Background: an optimization exercise with open tools, aiming at a short achievable clock period and few clock cycles per item. Do not read the settings as production practice. Function was checked by simulation only, so behaviour that the tests miss may differ from the original. No activity file was given, so power comes from the tool's default toggle rates.

## flow/config.mk

```make
export PLATFORM = sky130hd
export DESIGN_NAME = blu_core
export DESIGN_NICKNAME = blu_core
export VERILOG_FILES = /design/flow/design.v
export SDC_FILE = /design/flow/constraint.sdc
export NUM_CORES = 4
export LEC_CHECK = 0
export CAP_MARGIN = 20
export CORE_MARGIN = 2
export CORE_UTILIZATION = 40
export SLEW_MARGIN = 20
```

## flow/constraint.sdc

```tcl
create_clock -name core_clock -period 11.0 [get_ports {clk}]
set_input_delay 2.2000 -clock core_clock [delete_from_list [all_inputs] [get_ports {clk}]]
set_output_delay 2.2000 -clock core_clock [all_outputs]
set_load 0.01 [all_outputs]
```

## flow/design.v

```verilog
module blu_core (
    input  wire         clk,
    input  wire         rst,
    input  wire         start,
    input  wire [31:0]  ltc,
    output wire         busy,
    output reg          done,
    output reg  [16:0]  charge,
    output wire [15:0]  imem_addr,
    input  wire [31:0]  imem_rdata,
    output wire [9:0]   pt_addr,
    input  wire [7:0]   pt_rdata,
    output wire         pt_we,
    output wire         pt_wdata,
    output wire [9:0]   priv_addr,
    input  wire [97:0]  priv_rdata,
    output wire         priv_we,
    output wire [65:0]  priv_wdata
);
    localparam [7:0] OP_NOP = 8'h00, OP_LD  = 8'h01, OP_ST  = 8'h02, OP_AND = 8'h03,
                     OP_OR  = 8'h04, OP_XOR = 8'h05, OP_SET = 8'h06, OP_RST = 8'h07,
                     OP_LDK = 8'h08, OP_LDV = 8'h09, OP_LDQ = 8'h0A, OP_LDS = 8'h0B,
                     OP_ANDB = 8'h10, OP_ORB = 8'h11, OP_CLB = 8'h12,
                     OP_TON = 8'h20, OP_TOF = 8'h21, OP_TP  = 8'h22,
                     OP_REDGE = 8'h23, OP_FEDGE = 8'h24, OP_CTU = 8'h25, OP_CRS = 8'h26,
                     OP_JC  = 8'h30, OP_JNC = 8'h31, OP_END = 8'h3F;
    localparam [1:0] S_IDLE = 2'd0, S_FETCH = 2'd1, S_DEC = 2'd2, S_EXEC = 2'd3;
    reg  [1:0]  state;
    reg  [15:0] pc;
    reg         acc;
    reg  [31:0] lrel;           
    reg  [31:0] ir;             
    reg  [4:0]  sp;             
    reg  [15:0] stk_v;          
    reg  [15:0] stk_or;         
    wire [31:0] cur  = (state == S_DEC) ? imem_rdata : ir;
    wire [7:0]  opc  = cur[31:24];
    wire [3:0]  mod  = cur[23:20];
    wire [19:0] idx  = cur[19:0];
    assign busy      = (state != S_IDLE);
    assign imem_addr = pc;
    assign pt_addr   = idx[9:0];
    reg [1:0] kind;
    always @(*) begin
        case (opc)
            OP_REDGE, OP_FEDGE: kind = 2'd1;
            OP_CTU, OP_CRS:     kind = 2'd2;
            default:            kind = 2'd0;
        endcase
    end
    assign priv_addr = {kind, idx[7:0]};
    wire is_st  = (opc == OP_ST);
    wire is_set = (opc == OP_SET);
    wire is_rst = (opc == OP_RST);
    assign pt_we    = (state == S_DEC) && (is_st || ((is_set || is_rst) && acc));
    assign pt_wdata = is_st ? (acc ^ mod[0]) : is_set;
    wire [1:0] pval  = pt_rdata[1:0];
    wire [1:0] pvld  = pt_rdata[3:2];
    wire       psub  = pt_rdata[4];
    wire       pold  = pt_rdata[5];
    wire       pdbl  = pt_rdata[6];
    wire       pbad  = (pvld == 2'b01) || (pvld == 2'b10);
    reg        x_raw;
    always @(*) begin
        case (opc)
            OP_LDV: x_raw = (pvld == 2'b00);
            OP_LDQ: x_raw = !pbad;
            OP_LDS: x_raw = psub | pold;
            default: begin
                if (pdbl) begin
                    case (mod[3:2])
                        2'b00:   x_raw = (pval == 2'b10);
                        2'b01:   x_raw = (pval == 2'b01);
                        default: x_raw = (pval == 2'b00) || (pval == 2'b11);
                    endcase
                end else begin
                    x_raw = pval[0];
                end
            end
        endcase
    end
    wire x_neg = x_raw ^ mod[0];
    wire opnd  = (mod[1] && pbad) ? 1'b0 : x_neg;
    wire [31:0] r_pt  = priv_rdata[31:0];
    wire [31:0] r_et  = priv_rdata[63:32];
    wire [31:0] r_lp  = priv_rdata[95:64];
    wire        r_pin = priv_rdata[96];
    wire        r_run = priv_rdata[97];
    wire [31:0] el     = lrel - r_lp;
    wire [32:0] et_sum = {1'b0, r_et} + {1'b0, el};
    wire [31:0] et_adv = (et_sum >= {1'b0, r_pt}) ? r_pt : et_sum[31:0];
    reg  [31:0] n_et;
    reg  [31:0] n_lp;
    reg         n_pin;
    reg         n_run;
    reg         t_q;
    always @(*) begin
        n_et  = r_et;
        n_lp  = r_lp;
        n_pin = r_pin;
        n_run = r_run;
        t_q   = acc;
        case (opc)
            OP_TON: begin
                n_et  = acc ? (r_pin ? et_adv : 32'd0) : 32'd0;
                n_pin = acc;
                n_lp  = lrel;
                t_q   = acc && (n_et >= r_pt);
            end
            OP_TOF: begin
                n_et  = acc ? 32'd0 : (r_pin ? 32'd0 : et_adv);
                n_pin = acc;
                n_lp  = lrel;
                t_q   = acc || (n_et < r_pt);
            end
            OP_TP: begin
                if (r_run) begin
                    n_et = et_adv;
                end else if (acc && !r_pin) begin
                    n_run = 1'b1;
                    n_et  = 32'd0;
                end
                t_q   = n_run && (n_et < r_pt);
                if (n_run && (n_et >= r_pt))
                    n_run = 1'b0;
                n_pin = acc;
                n_lp  = lrel;
            end
            OP_REDGE: begin
                t_q   = acc && !r_pin;
                n_pin = acc;
            end
            OP_FEDGE: begin
                t_q   = !acc && r_pin;
                n_pin = acc;
            end
            OP_CTU: begin
                if (acc && !r_pin && (r_et != 32'hFFFF_FFFF))
                    n_et = r_et + 32'd1;
                n_pin = acc;
                t_q   = (n_et >= r_pt);
            end
            OP_CRS: begin
                if (acc)
                    n_et = 32'd0;
                t_q = acc;
            end
            default: ;
        endcase
    end
    wire is_priv = (opc == OP_TON) || (opc == OP_TOF) || (opc == OP_TP) ||
                   (opc == OP_REDGE) || (opc == OP_FEDGE) || (opc == OP_CTU) ||
                   (opc == OP_CRS);
    reg        wb_we;
    reg [65:0] wb_data;
    assign priv_we    = wb_we;
    assign priv_wdata = wb_data;
    wire needs_exec = (opc == OP_LD)  || (opc == OP_AND) || (opc == OP_OR)  ||
                      (opc == OP_XOR) || (opc == OP_LDV) || (opc == OP_LDQ) ||
                      (opc == OP_LDS) || (opc == OP_ANDB) || (opc == OP_ORB) || is_priv;
    always @(posedge clk) begin
        if (rst) begin
            state  <= S_IDLE;
            pc     <= 16'd0;
            acc    <= 1'b0;
            lrel   <= 32'd0;
            ir     <= 32'd0;
            sp     <= 5'd0;
            stk_v  <= 16'd0;
            stk_or <= 16'd0;
            done   <= 1'b0;
            charge <= 17'd0;
            wb_we  <= 1'b0;
            wb_data <= 66'd0;
        end else begin
            done  <= 1'b0;
            wb_we <= (state == S_EXEC) && is_priv;
            if (state == S_EXEC)
                wb_data <= {n_run, n_pin, n_lp, n_et};
            case (state)
                S_IDLE: begin
                    if (start) begin
                        pc     <= 16'd0;
                        acc    <= 1'b0;
                        sp     <= 5'd0;
                        lrel   <= ltc;
                        charge <= 17'd0;
                        state  <= S_FETCH;
                    end
                end
                S_FETCH: begin
                    state <= S_DEC;
                end
                S_DEC: begin
                    ir     <= imem_rdata;
                    charge <= charge + 17'd1;
                    pc     <= pc + 16'd1;
                    state  <= S_FETCH;
                    if (needs_exec) begin
                        state <= S_EXEC;
                    end else begin
                        case (opc)
                            OP_LDK: acc <= idx[0];
                            OP_CLB: begin
                                acc <= stk_or[sp - 5'd1] ? (stk_v[sp - 5'd1] | acc)
                                                         : (stk_v[sp - 5'd1] & acc);
                                sp  <= sp - 5'd1;
                            end
                            OP_JC:  if (acc)  pc <= pc + 16'd1 + idx[15:0];
                            OP_JNC: if (!acc) pc <= pc + 16'd1 + idx[15:0];
                            OP_END: begin
                                done  <= 1'b1;
                                state <= S_IDLE;
                            end
                            default: ;
                        endcase
                    end
                end
                S_EXEC: begin
                    state <= S_FETCH;
                    case (opc)
                        OP_LD, OP_LDV, OP_LDQ, OP_LDS: acc <= opnd;
                        OP_AND: acc <= acc & opnd;
                        OP_OR:  acc <= acc | opnd;
                        OP_XOR: acc <= acc ^ opnd;
                        OP_ANDB, OP_ORB: begin
                            stk_v[sp[3:0]]  <= acc;
                            stk_or[sp[3:0]] <= (opc == OP_ORB);
                            sp  <= sp + 5'd1;
                            acc <= opnd;
                        end
                        default: if (is_priv) acc <= t_q;
                    endcase
                end
            endcase
        end
    end
endmodule
```

## flow/run.sh

```bash
#!/bin/bash
# synth_recipe.tcl (not shown) runs the flow's synth.tcl, then flattens the netlist and writes it again
# the make line also repeats each setting of config.mk as NAME=value (left out here)
make -C /OpenROAD-flow-scripts/flow DESIGN_CONFIG=/design/flow/config.mk WORK_HOME=/design/flow/orfs CLKGATE_MAP_FILE= SYNTH_SCRIPT=/design/flow/synth_recipe.tcl finish
```

==> run_results.csv <==
group,metric,value,unit
sta,max_slew_margin,27.14,%
hold_path,hold_path_depth,2,
power,p_seq_share,21.7,%
power,p_int,2.055,mW
yosys,syn_avg_cell_area,7.833,sq um
yosys,synth-seq-area-share,20.79,%
global_route,grt_overflow_total,0,
sta,tns,0,ns
power,combPwrFrac,60.2,%
setup_path,critical_path_class,"primary input to flip-flop",
cts,insertion_delay,0.51,ns
finish,layout.nets,3228,
cts,clock_path_buffers,2,
finish,multiInputGateArea,14280,sq um
global_route,grt_pass1_vias,19250,
yosys,synth_top_area_share,20.79,%
setup_path,rr_worst_depth,42,
setup_path,startpoint_type,"primary input",
yosys,yosysTopAreaCell,"dfxtp_1",
sta,period_needed,10.62,ns
die,start_util,40.41,%
power,p_clk_share,18.1,%
yosys,synth_nets,2888,
die,die_w,223.4,um
drt,drt-total-wl,70900,um
setup_path,required,11.43,ns
setup_path,cp_slowest_cell,"clkdlybuf4s50_1",
die,num_rows,80,
setup_path,end_kind,"flip-flop",
finish,syn_to_final_growth,26.04,%
cts,holdBufCountCts,0,
drt,drc,0,
sta,setup_viol,0,
cts,cts_made_buffers,17,
placement,hpwl,55380,um
placement,io_buffers,291,
cts,clkTransAtPathRegs,0.09,ns
placement,dpl.cell_count,3394,
global_route,grt_pass1_wl,108600,um
sta,maxSlewViolCount,0,
cts,cts_setup_buffers,0,
cts,clk_root_buffer_cell,"clkbuf_16",
yosys,synthCells,2458,
yosys,synth-main-ff-cell,"dfxtp_1",
drt,ant_nets,0,
power,max-vdd-ir-drop,0.1099,mV
setup_path,crit_fanout,26,
job,maxCapViolCount,0,
drt,wl_per_cell,20.68,um
sta,hold_violations,0,
global_route,grt_start_max_net_pins,78,
placement,place.gp.congestion,0.9566,
global_route,antenna_found_initial,6,
yosys,synthArstFlopShare,0,%
drt,via_per_inst,5.782,
finish,drive_above_1_share,11.25,%
cts,tritoncts,"yes",
power,p_sw,1.595,mW
hold_path,hold_class,"flip-flop to flip-flop",
die,io_pins,297,
sta,clock-skew-final,0.02154,ns
cts,clock_sink_count,200,
finish,ff_latch_area,4004,sq um
yosys,yosys_warnings,1,
yosys,synth_edf_count,0,
sta,clock.fmax,0.09417,GHz
power,leakage,10.18,nW
sta,tightest_slew,1.090,ns
power,swShare,43.71,%
drt,vias,19820,
yosys,synth_area_leaders,"dfxtp_1 (21%), ha_1 (17%), nor2_1 (5.9%)",
drt,drt_iter0_markers,1505,
sta,finalCritPeriodShare,96.54,%
die,fp.coreArea,47650,sq um
setup_path,worst_ep_arrival_time,11.05,ns
yosys,netlist_area,19250,sq um
finish,instances_no_fill,3428,
global_route,grt.total_usage,27.92,%
die,dieHeight,223.4,um
yosys,ys_seq_elements,200,
cts,h-tree-depth,4,
finish,n_fill_cell,4686,
status,outcome,"complete, no violations",
power,p_per_area,150.4,nW/um^2
die,dieArea,49910,sq um
drt,first_pass_iters,5,
yosys,post_synth_num_cell_types,106,
setup_path,slowest_delay,0.50,ns
## per-layer routing
layer | part of all wire, % | global-route usage [%] | wire length (um) | vias up
li1 | - | - | - | 9580
met1 | 41 | 32.95 | 29010 | 9457
met2 | 48 | 47.78 | 33880 | 633
met3 | 6.3 | 6.269 | 4467 | 145
met4 | 4.9 | 13.59 | 3495 | 6
met5 | 0.056 | 0 | 40 | -
## area by class of cell
cell class	instances	area share, %
Inverter	125	1.933
Clock inverter	13	0.6135
Multi-Input combinational cell	2002	58.84
Tap cell	615	3.171
Clock buffer	18	1.810
Timing Repair Buffer	452	17.11
Sequential cell	200	16.50
Antenna cell	3	0.03093
## path summary, 6_finish.rpt
path                           start                      end  slack, ns
max                   priv_rdata[69]         acc$_SDFFE_PP0P_       0.38
min          stk_or[12]$_SDFFE_PP0P_  stk_or[12]$_SDFFE_PP0P_       0.46
max reg2reg     lrel[0]$_SDFFE_PP0P_         acc$_SDFFE_PP0P_       2.20
min reg2reg  stk_or[12]$_SDFFE_PP0P_  stk_or[12]$_SDFFE_PP0P_       0.46
## Yosys cell counts, types with 39 or more instances
master    instances
nor2_1          301
inv_1           123
nand2_1         214
a21oi_1         177
o21ai_0         113
ha_1            254
dfxtp_1         200
xnor2_1          91
nand4_1          46
a21o_1           68
a22oi_1          39
nand3_1          83
mux2i_1          79
clkbuf_1         82
a211oi_1         52
## stage by stage
stage / util (%) / total power [mW] / hold slack (ns) / setup WS, ns / instance area (sq um)
floorplan: - / 2.071 / 0.4288 / 1.491 / 19250
global placement: 49.45 / 2.893 / 0.4519 / -0.4621 / 23560
detailed placement: 49.46 / 2.935 / 0.4508 / -0.5471 / 23570
CTS: 50.72 / 3.621 / 0.4628 / 0.04395 / 24170
global route: 50.92 / 3.891 / 0.4750 / -0.02592 / 24260
finish: 50.93 / 3.650 / 0.4641 / 0.3809 / 24270
## power by group through the flow
stage | Sequential [mW] | Clock (mW) | Combinational [mW]
floorplan | 0.797 | 0 | 1.27
global placement | 0.807 | 0 | 2.09
detailed placement | 0.808 | 0 | 2.13
global route | 0.796 | 0.710 | 2.38
finish | 0.791 | 0.662 | 2.20
CTS | 0.791 | 0.686 | 2.14
## registers in the layout, indices dropped and copies added, names as in the netlist
| signal | flops |
|---|---|
| wb_data | 66 |
| lrel | 32 |
| ir | 28 |
| charge | 17 |
| pc | 16 |
| stk_or | 16 |
| stk_v | 16 |
| sp | 4 |
| state | 2 |
| acc | 1 |
| done | 1 |
| wb_we | 1 |
## placed cells by master, fill, tap and decap left out, drive strengths merged, types with 37 or more instances in the layout
cell and instances:
o21ai 145, nand2 219, nor2 305, xnor2 91, clkdlybuf4s50 290, nand4 46, nand3 84, a22oi 39
a21o 68, xor2 37, inv 131, a21oi 181, a211oi 55, buf 162, dfxtp 200, ha 254
mux2i 85
## critical path: cells and delay by family
family	cells	cell delay [ns]
AO/OA/AOI/OAI	20	4.31
XOR/XNOR	2	0.42
adder cells (fa/ha/maj)	4	1.01
buffers and inverters	7	1.30
multiplexers	1	0.43
AND/OR/NAND/NOR	10	1.35
## timing repair
item,4_1_cts,5_1_grt
resized for setup,2,27
pin swaps,0,4
endpoints found under the setup margin,1,2
endpoints found under the hold margin,0,0
## logic make-up after synthesis
family	share of synthesized area, %
adders and majority gates	16.82
DFF	20.79
AOI/OAI and AO/OA	22.95
muxes	7.044
buffers and inverters	5.816
xor gates and xnor gates	5.822
and+or+nand+nor	20.76
Testbench counts, summed over its fixed seeds: cycles 297,982, instrs 111,424.

-- what the ideal ports hide --
The results above use ideal ports. As a check the final layout listed here was re-extracted and re-timed, cells and wires unchanged.
Step 1 sets driving cells, clkbuf_16 on the clock port and buf_2 on the other inputs (assumed; they add their load-dependent delay and slew).
Step 2 times the ports against the registers' clock, not the clock port: input delays grow and output delays shrink by t, the midpoint of the rising clock arrivals with the driver on.
Slacks: ideal / step 1 / step 2; pairs: ideal / step 1.
t (ns): 0.552
setup WS [ns]: 0.381 / 0.405 / -0.147
hold slack, ns: 0.464 / 0.464 / 0.464
worst setup path after step 2: input to register
With both steps, setup timing fails in this run, where it was met with ideal ports. For this run, drivers alone change the setup slack by +0.024 ns; drivers and shift together by -0.528 ns.
